What follows belongs to an exercise in optimizing a design on an open flow for small area and a short achievable clock period; a production flow would make more cautious choices.
Only simulation tests tie the RTL to the original design; equivalence was not proved.
Power figures rest on the tool's default switching activity, not on a simulated workload.

[flow/run.sh]
#!/bin/bash
# synth_recipe.tcl (not shown) runs the flow's synth.tcl, then flattens the netlist and writes it again
# the make line also repeats each setting of config.mk as NAME=value (left out here)
make -C /OpenROAD-flow-scripts/flow DESIGN_CONFIG=/design/flow/config.mk WORK_HOME=/design/flow/orfs CLKGATE_MAP_FILE= SYNTH_SCRIPT=/design/flow/synth_recipe.tcl finish
[flow/config.mk]
export PLATFORM = sky130hd
export DESIGN_NAME = dram_addr_map
export DESIGN_NICKNAME = dram_addr_map
export VERILOG_FILES = /design/flow/design.v
export SDC_FILE = /design/flow/constraint.sdc
export NUM_CORES = 4
export LEC_CHECK = 0
export ABC_AREA = 1
export CAP_MARGIN = 20
export CORE_MARGIN = 2
export CORE_UTILIZATION = 40
export SLEW_MARGIN = 20
[flow/constraint.sdc]
create_clock -name core_clock -period 22.0 [get_ports {clk}]
set_input_delay 4.4000 -clock core_clock [delete_from_list [all_inputs] [get_ports {clk}]]
set_output_delay 4.4000 -clock core_clock [all_outputs]
set_load 0.01 [all_outputs]
[flow/design.v]
module dram_addr_map (
    input  wire        clk,
    input  wire        rst,             
    input  wire [1:0]  cfg_bays,        
    input  wire [1:0]  cfg_first_quad,  
    input  wire [15:0] cfg_chan_mask,   
    input  wire [9:0]  cfg_cap_gib,     
    input  wire [2:0]  cfg_log2_nr,     
    input  wire        in_valid,
    input  wire [42:0] in_pa,
    output reg         out_valid,
    output reg  [3:0]  out_bay,
    output reg  [15:0] out_set,
    output reg  [20:0] out_tag,
    output reg         out_edge,
    output reg  [1:0]  out_slot,
    output reg  [3:0]  out_chan,
    output reg  [32:0] out_line,
    output reg         out_sub,
    output reg  [10:0] out_col,
    output reg  [2:0]  out_bg,
    output reg  [1:0]  out_bank,
    output reg  [3:0]  out_rank,
    output reg  [19:0] out_row
);
    function [1:0] add3(input [1:0] a, input [1:0] b);
        begin
            add3[1] = (a[1] & ~b[1] & ~b[0]) | (a[0] & b[0]) | (~a[1] & ~a[0] & b[1]);
            add3[0] = (a[0] & ~b[1] & ~b[0]) | (a[1] & b[1]) | (~a[1] & ~a[0] & b[0]);
        end
    endfunction
    function ge10(input [9:0] a, input [9:0] b);
        reg [15:0] g, e;
        integer i, l;
        begin
            for (i = 0; i < 16; i = i + 1) begin
                g[i] = (i < 10) ? (a[i] & ~b[i]) : 1'b0;
                e[i] = (i < 10) ? ~(a[i] ^ b[i]) : 1'b1;
            end
            for (l = 1; l < 16; l = l * 2)
                for (i = 0; i < 16; i = i + 2 * l) begin
                    g[i] = g[i + l] | (e[i + l] & g[i]);
                    e[i] = e[i + l] & e[i];
                end
            ge10 = g[0] | e[0];
        end
    endfunction
    reg        v0;
    reg [42:6] pa0;
    reg [1:0]  c_bays;
    reg [1:0]  c_fq;
    reg [15:0] c_mask;
    reg [9:0]  c_cap;
    reg [2:0]  c_lg;
    always @(posedge clk) begin
        if (rst) v0 <= 1'b0;
        else     v0 <= in_valid;
        pa0    <= in_pa[42:6];
        c_bays <= cfg_bays;
        c_fq   <= cfg_first_quad;
        c_mask <= cfg_chan_mask;
        c_cap  <= cfg_cap_gib;
        c_lg   <= cfg_log2_nr;
    end
    wire lm1 = (c_bays == 2'd1);       
    wire lm2 = c_bays[1];              
    wire lm0 = ~lm1 & ~lm2;            
    wire [3:0] fmask = c_mask[4*c_fq +: 4];
    wire [2:0] c_n   = fmask[0] + fmask[1] + fmask[2] + fmask[3];
    wire [37:0] pp = lm2 ? {1'b0, pa0[42:6]} : lm1 ? {2'b00, pa0[42:7]} : {3'b000, pa0[42:8]};
    wire [1:0]  q  = pa0[7:6] ^ pa0[15:14] ^ pa0[23:22] ^ pa0[31:30] ^ pa0[39:38];
    wire        hi = |pa0[42:32];
    wire [1:0]  r  = lm2 ? pa0[7:6] : lm1 ? {1'b0, pa0[7]} : 2'b00;
    reg [1:0]  pf [0:18];    
    reg [1:0]  rem;
    reg [37:0] dq;           
    integer k, l;
    always @(*) begin
        for (k = 0; k < 19; k = k + 1)
            pf[k] = {pp[2*(18-k)+1] & ~pp[2*(18-k)], ~pp[2*(18-k)+1] & pp[2*(18-k)]};
        for (l = 0; l < 5; l = l + 1)
            for (k = 0; k < 19; k = k + 1)
                if ((k >> l) & 1)
                    pf[k] = add3(pf[k], pf[((k >> l) << l) - 1]);
        for (k = 0; k < 19; k = k + 1) begin
            rem = (k == 18) ? 2'd0 : pf[17-k];
            case ({rem, pp[2*k+1], pp[2*k]})
                4'b00_11: dq[2*k+1 -: 2] = 2'd1;
                4'b01_00, 4'b01_01: dq[2*k+1 -: 2] = 2'd1;
                4'b01_10, 4'b01_11: dq[2*k+1 -: 2] = 2'd2;
                4'b10_00: dq[2*k+1 -: 2] = 2'd2;
                4'b10_01, 4'b10_10, 4'b10_11: dq[2*k+1 -: 2] = 2'd3;
                default: dq[2*k+1 -: 2] = 2'd0;
            endcase
        end
    end
    wire [1:0] t = lm2 ? pf[17] :
                   lm1 ? add3({pf[17][0], pf[17][1]}, {1'b0, pp[1]}) : pf[18];
    wire [35:0] st = {dq[35:2], lm2 ? pp[1] : dq[1], (lm1 | lm2) ? pp[0] : dq[0]};
    reg [3:0] i_idx;
    reg [1:0] p, j, a;
    always @(*) begin
        case (c_bays)
            2'd0:    i_idx = {t, q};
            2'd1:    i_idx = {1'b0, t, q[0]};
            default: i_idx = {2'b00, t};
        endcase
        case (i_idx)
            4'd0, 4'd1, 4'd2:  p = 2'd0;
            4'd3, 4'd4, 4'd5:  p = 2'd1;
            4'd6, 4'd7, 4'd8:  p = 2'd2;
            default:           p = 2'd3;
        endcase
        case (i_idx)
            4'd0, 4'd3, 4'd6, 4'd9:  j = 2'd0;
            4'd1, 4'd4, 4'd7, 4'd10: j = 2'd1;
            default:                 j = 2'd2;
        endcase
        case (c_bays)
            2'd0:    a = (p == 2'd0) ? 2'd3 : (p == 2'd1) ? 2'd1 : 2'd0;
            2'd1:    a = (p == 2'd0) ? 2'd2 : 2'd0;
            default: a = 2'd1;
        endcase
    end
    wire [3:0] bay  = 4'd3 * {2'b00, c_fq} + i_idx;
    wire [1:0] quad = c_fq + p;
    wire [3:0] mask = c_mask[4*quad +: 4];
    wire [2:0] s  = {1'b0, j} - (hi ? {1'b0, a} : 3'd0);
    wire       sb = s[2];
    wire [1:0] f  = sb ? s[1:0] + 2'd3 : s[1:0];
    wire [3:0] h  = (lm2 ? {f, 2'b00} : lm1 ? {1'b0, f, 1'b0} : {2'b00, f}) | {2'b00, r};
    reg  [1:0] hd, hm;      
    always @(*) begin
        case (h)
            4'd0, 4'd1, 4'd2:   hd = 2'd0;
            4'd3, 4'd4, 4'd5:   hd = 2'd1;
            4'd6, 4'd7, 4'd8:   hd = 2'd2;
            default:            hd = 2'd3;
        endcase
        case (h)
            4'd0, 4'd3, 4'd6, 4'd9:  hm = 2'd0;
            4'd1, 4'd4, 4'd7, 4'd10: hm = 2'd1;
            default:                 hm = 2'd2;
        endcase
    end
    wire [3:0] s2 = {2'b00, j} - {2'b00, t} + (hi ? 4'd1 - {2'b00, a} : 4'd0);
    wire [6:0] ms2 = lm2 ? {s2[3], s2, 2'b00} : lm1 ? {{2{s2[3]}}, s2, 1'b0} : {{3{s2[3]}}, s2};
    wire [6:0] lo = {2'b00, pp[4:0]} + ms2;
    wire       cp = ~lo[6] & lo[5];    
    wire       cn = lo[6];             
    reg [36:0] v;
    reg [36:0] v_ones, v_zeros;        
    reg [36:0] z;
    reg        zc, act;
    integer    bi;
    always @(*) begin
        v = pp[36:0];
        zc = 1'b1;                     
        for (bi = 22; bi < 37; bi = bi + 1) begin
            act = (bi >= 24) | (bi == 23 & ~lm2) | (bi == 22 & lm0);
            v[bi] = pp[bi] ^ (hi & act & zc);
            zc = act ? zc & ~pp[bi] : 1'b1;
        end
        v_ones  = 37'd0;
        v_zeros = 37'd0;
        v_ones[5]  = 1'b1;
        v_zeros[5] = 1'b1;
        for (bi = 6; bi < 37; bi = bi + 1) begin
            v_ones[bi]  = v_ones[bi-1] & v[bi-1];
            v_zeros[bi] = v_zeros[bi-1] & ~v[bi-1];
        end
        z[4:0] = lo[4:0];
        for (bi = 5; bi < 37; bi = bi + 1)
            z[bi] = v[bi] ^ (cp & v_ones[bi]) ^ (cn & v_zeros[bi]);
    end
    reg        v1;
    reg [3:0]  b1_bay;
    reg [1:0]  b1_quad;
    reg [3:0]  b1_mask;
    reg        b1_hi;
    reg        b1_sb;
    reg [1:0]  b1_hd;
    reg [1:0]  b1_hm;
    reg [35:0] b1_st;
    reg [36:0] b1_z;
    reg [2:0]  k_n;
    always @(posedge clk) begin
        if (rst) v1 <= 1'b0;
        else     v1 <= v0;
        b1_bay  <= bay;
        b1_quad <= quad;
        b1_mask <= mask;
        b1_hi   <= hi;
        b1_sb   <= sb;
        b1_hd   <= hd;
        b1_hm   <= hm;
        b1_st   <= st;
        b1_z    <= z;
        k_n     <= c_n;
    end
    reg [33:0] es;
    reg [33:0] ga, pa_, aa, yy;
    integer    ei, el;
    always @(*) begin
        for (ei = 0; ei < 34; ei = ei + 1) begin
            if (ei == 0) begin
                aa[ei] = b1_st[0] | ~lm0;
                yy[ei] = lm0 & ~b1_hi;
            end else if (ei == 1) begin
                aa[ei] = b1_st[1] | lm2;
                yy[ei] = lm0 | (lm1 & ~b1_hi);
            end else begin
                aa[ei] = b1_st[ei];
                yy[ei] = ~(b1_hi & ((ei % 2 == 0) ? ((lm0 & ei <= 20) | (lm2 & ei <= 22))
                                                  : (lm1 & ei <= 21)));
            end
            ga[ei]  = aa[ei] & yy[ei];
            pa_[ei] = aa[ei] ^ yy[ei];
        end
        ga[0] = ga[0] | (pa_[0] & ~b1_sb);
        for (el = 1; el < 34; el = el * 2)
            for (ei = 33; ei >= 0; ei = ei - 1)
                if ((ei / el) % 2 == 1) begin
                    ga[ei]  = ga[ei] | (pa_[ei] & ga[(ei / el) * el - 1]);
                    pa_[ei] = pa_[ei] & pa_[(ei / el) * el - 1];
                end
        es[0] = lm0 ? (aa[0] ^ yy[0] ^ ~b1_sb) : b1_hd[0];
        es[1] = lm2 ? b1_hd[1] : (aa[1] ^ yy[1] ^ ga[0]);
        for (ei = 2; ei < 34; ei = ei + 1)
            es[ei] = aa[ei] ^ yy[ei] ^ ga[ei - 1];
    end
    wire        n3 = (k_n == 3'd3);
    wire        n2 = (k_n == 3'd2);
    wire        n4 = (k_n == 3'd4);
    wire [33:0] x34 = n3 ? es : n4 ? b1_z[35:2] : n2 ? b1_z[34:1] : b1_z[33:0];
    wire [32:0] x = x34[32:0];
    wire        in_edge = ge10(x34[33:24], c_cap);
    wire [1:0]  zmod = n3 ? b1_hm : n4 ? b1_z[1:0] : n2 ? {1'b0, b1_z[0]} : 2'd0;
    wire [1:0] entry = in_edge ? 2'd0 : zmod;
    reg  [1:0] cpos;
    reg  [2:0] seen;
    integer    bb;
    always @(*) begin
        cpos = 2'd0;
        seen = 3'd0;
        for (bb = 0; bb < 4; bb = bb + 1) begin
            if (b1_mask[bb]) begin
                if (seen == {1'b0, entry}) cpos = bb[1:0];
                seen = seen + 3'd1;
            end
        end
    end
    wire [19:0] xh   = x[32:13];
    wire [19:0] row  = xh >> c_lg;
    wire [19:0] rank = xh & ~(20'hFFFFF << c_lg);
    always @(posedge clk) begin
        if (rst) out_valid <= 1'b0;
        else     out_valid <= v1;
        out_bay  <= b1_bay;
        out_set  <= b1_st[15:0];
        out_tag  <= {1'b0, b1_st[35:16]};
        out_edge <= in_edge;
        out_slot <= b1_z[1:0];
        out_chan <= {b1_quad, cpos};
        out_line <= x;
        out_sub  <= x[0];
        out_col  <= {x[10:6], x[2:1], 4'b0000};
        out_bg   <= x[5:3] ^ row[2:0];
        out_bank <= x[12:11] ^ row[4:3];
        out_rank <= rank[3:0];
        out_row  <= row;
    end
endmodule
==> out/results.ini <==
[outcome]
outcome=complete, no violations

[timing]
slew-limit-headroom_pct=24.3
post-route-period-util_pct=58.6
finalClockSkew_ns=0.0281
maxSlewViolCount=0
worst_slew_pin_slew_ns=1.13
fin_tns_setup_ns=0
fin_crit_ns=12.88
rsz0062_at_grt=false
setup_viol_count_final=0
hold_viol=0
max_freq_mhz=77.6

[drt]
totalWireLength_um=43600
detail_route.first_pass.iterations=7
wl_per_cell_um=14.9
ant_nets=0
wl_met1_um=20400
vias=14363
drt_iter0_drc=711
dr_wl_met3_um=2350
vias_per_cell=4.90
highest_layer=met4
wl_met2_um=19200
drc=0

[synth]
synth_edf_count=0
synth_mux_area_share_pct=0.0638
ys_seq_area_share_pct=34.8
synth_area_um2=15700
synth_xor_area_share_pct=3.29
yosys_warnings=2
syn_inst=2210
synth-seq-cells=273
synth.distinct_cells=60
yosys.area_share.adder_pct=10.9
ys.flop_type=dfxtp_1
syn_avg_cell_area_um2=7.10
synthSimpleGateAreaFrac_pct=27.6
synth_compound_area_share_pct=13.1
synth_top_family_by_area=simple AND/OR/NAND/NOR gates
synth_async_sr_flop_share_pct=0

[floorplan]
floorplan.initialDensity_pct=40.6
design.core.area_um2=38600
io_pins=202
fp-row-count=72
die_w_um=202
die-height_um=202
dieArea_um2=40800

[place]
place_congestion=0.901
postPlaceCellArea_um2=18100
io_buffer_count=190
hpwl_um=34200

[cells_and_area]
area_growth_pct=21.3
final_nets=2598
drive_above_1_share_pct=5.63
antennaDiodeCount=0
layout_commonest_cell=nand2_1
final_cell_area_um2=19000
layout_common_cells=nand2_1 (508), inv_1 (325), dfxtp_1 (273)

[clocking]
post_cts_resized=0
clockBufferDepth=3
cts_sinks=273
h-tree-depth=1
path_clk_slew_ns=0.06
cts_tree=yes
cts_hold_buf=0
clock-root-buffer=clkbuf_16
clk_latency_ns=0.60
cts_made_buffers=31
cts_setup_buffers=0

[global_route]
antenna_found_initial=2
overflow=0
grt_max_degree=48
grt_usage_pct=21.1
grt_pass1_vias=13787
grt_pass1_wl_um=69700

[setup_path]
timing.rr.end=b1_z[34]
rrSetupSlack_ns=9.12
path_common_cell=nand2_1
arrival_ns=13.36
worstReg2RegStart=c_bays[1]
end_kind=flop
crit_required_ns=22.48
slowest_stage=nor2_1
r2r_cells=63
critPathLaunchType=flop
cpPeakStageDelay_ns=0.94
critPathKind=flop to flop
crit_fanout=42

[worst_hold_path]
hold_depth=0
min_from=b1_quad[1]
whs_endpoint=out_chan[3]
hp-class=flop to flop

[power_and_ir_drop]
p_per_area_nw_per_um2=141
power.leakage_uw=0.00938
vdd_drop_max_v=0.0000703

[job]
cap_violations=0

## power breakdown
group          switching (uW)  internal [uW]
sequential               83.8            667
combinational             878            576
clock                     209            272
## cell type report
| type | instances | area [um2] |
|---|---|---|
| clock buffer | 43 | 851 |
| clock inverter | 14 | 109 |
| fill | 3834 | 19600 |
| inverter | 341 | 1280 |
| multi-input combinational | 1536 | 8650 |
| sequential | 273 | 5470 |
| tap | 518 | 648 |
| timing repair buffer | 207 | 2030 |
## stage by stage
stage	hold slack, ns	setup slack [ns]	std cells	utilization [%]	power [uW]
2_1_floorplan	0.310	12.61	2214	-	1700
3_3_place_gp	0.312	9.40	2875	46.8	2180
3_5_place_dp	0.314	9.13	2875	46.8	2210
4_1_cts	0.327	9.12	2932	49.2	2710
5_1_grt	0.331	7.92	2932	49.2	2920
6_report	0.327	9.12	2932	49.2	2690
## layer usage
metal | vias to the layer above | global-route usage, %
met5 | - | 0
met4 | 0 | 6.93
met3 | 82 | 3.06
met2 | 366 | 35.3
met1 | 6450 | 28.1
li1 | 7465 | -
## sequential cells by signal, summed over array words and instances, names as in the netlist, 3 cells and up
name	flops
out_chan	4
pa0	37
b1_z	36
b1_mask	4
k_n	3
c_lg	3
out_set	16
out_bg	3
b1_st	36
c_cap	10
c_mask	16
out_rank	4
out_bay	4
out_tag	20
out_line	33
out_row	20
b1_bay	4
## worst max-delay path, delay by kind of cell (launching register included)
kind                     cells  cell delay, ns
AND/OR/NAND/NOR             38            7.16
adder cells (fa/ha/maj)      6            1.92
AO/OA/AOI/OAI                6            1.12
XOR/XNOR                     2            0.45
buffers and inverters       11            1.74
flip-flops                   1            0.30
## kinds of logic after synthesis
| group | Yosys count |
|---|---|
| and+or+nand+nor | 999 |
| DFF | 273 |
| muxes | 1 |
| AOI/OAI and AO/OA | 343 |
| other | 1 |
| adders and majority gates | 129 |
| xor gates and xnor gates | 59 |
| buffers and inverters | 405 |
## worst max path at each step
stage,start,endpoint
after CTS,c_bays[1],b1_z[35]
after global placement,c_bays[1],b1_z[34]
after detailed placement,c_bays[1],b1_z[34]
after global routing,c_bays[1],b1_z[35]
after floorplan,c_bays[1],b1_z[34]
final,c_bays[1],b1_z[34]
## synthesized netlist by cell type (6+ instances only)
cell type | number | share of area [%]
a211oi_1 | 7 | 0.33
a21oi_1 | 75 | 2.4
a31oi_1 | 19 | 0.76
buf_1 | 7 | 0.17
buf_4 | 14 | 0.67
clkbuf_1 | 35 | 0.84
dfxtp_1 | 273 | 35
fa_1 | 13 | 1.7
ha_1 | 116 | 9.2
inv_1 | 325 | 7.8
inv_2 | 12 | 0.29
nand2_1 | 508 | 12
nand2_2 | 10 | 0.40
nand3_1 | 170 | 5.4
nand3_2 | 13 | 0.83
nand4_1 | 7 | 0.28
nor2_1 | 217 | 5.2
nor3_1 | 29 | 0.92
o211ai_1 | 28 | 1.3
o21ai_0 | 123 | 3.9
o21ai_1 | 6 | 0.19
o221ai_1 | 10 | 0.56
o22ai_1 | 29 | 1.2
o32ai_1 | 8 | 0.45
or2_2 | 9 | 0.36
xnor2_1 | 12 | 0.67
xor2_1 | 47 | 2.6

re-timing with driven ports:
How much do the figures lean on ideal ports? The routed layout below was timed once more, with nothing changed but the port constraints. Step 1 (the two cells are an assumption about what drives the block):
set clk [get_ports {clk}]
set_driving_cell -lib_cell sky130_fd_sc_hd__clkbuf_16 $clk
set_driving_cell -lib_cell sky130_fd_sc_hd__buf_2 [delete_from_list [all_inputs] $clk]
Step 2 adds t to the input delays and takes it off the output delays; t is the mean of the earliest and latest rising clock arrival at the registers after step 1. Input paths then give back, and output paths get back, about the clock's delay inside the block. Slacks: ideal / step 1 / step 2; pairs: ideal / step 1.
shift t [ns]: 0.638
setup WS [ns]: 9.118 / 9.118 / 9.118
worst hold slack (ns): 0.327 / 0.327 / 0.327
worst setup path at the end: register to register
latest minus earliest clock arrival (ns): 0.029 / 0.030
After both steps setup and hold are still met in this run. For this run, drivers alone change the setup slack by 0.000 ns; drivers and shift together by 0.000 ns.
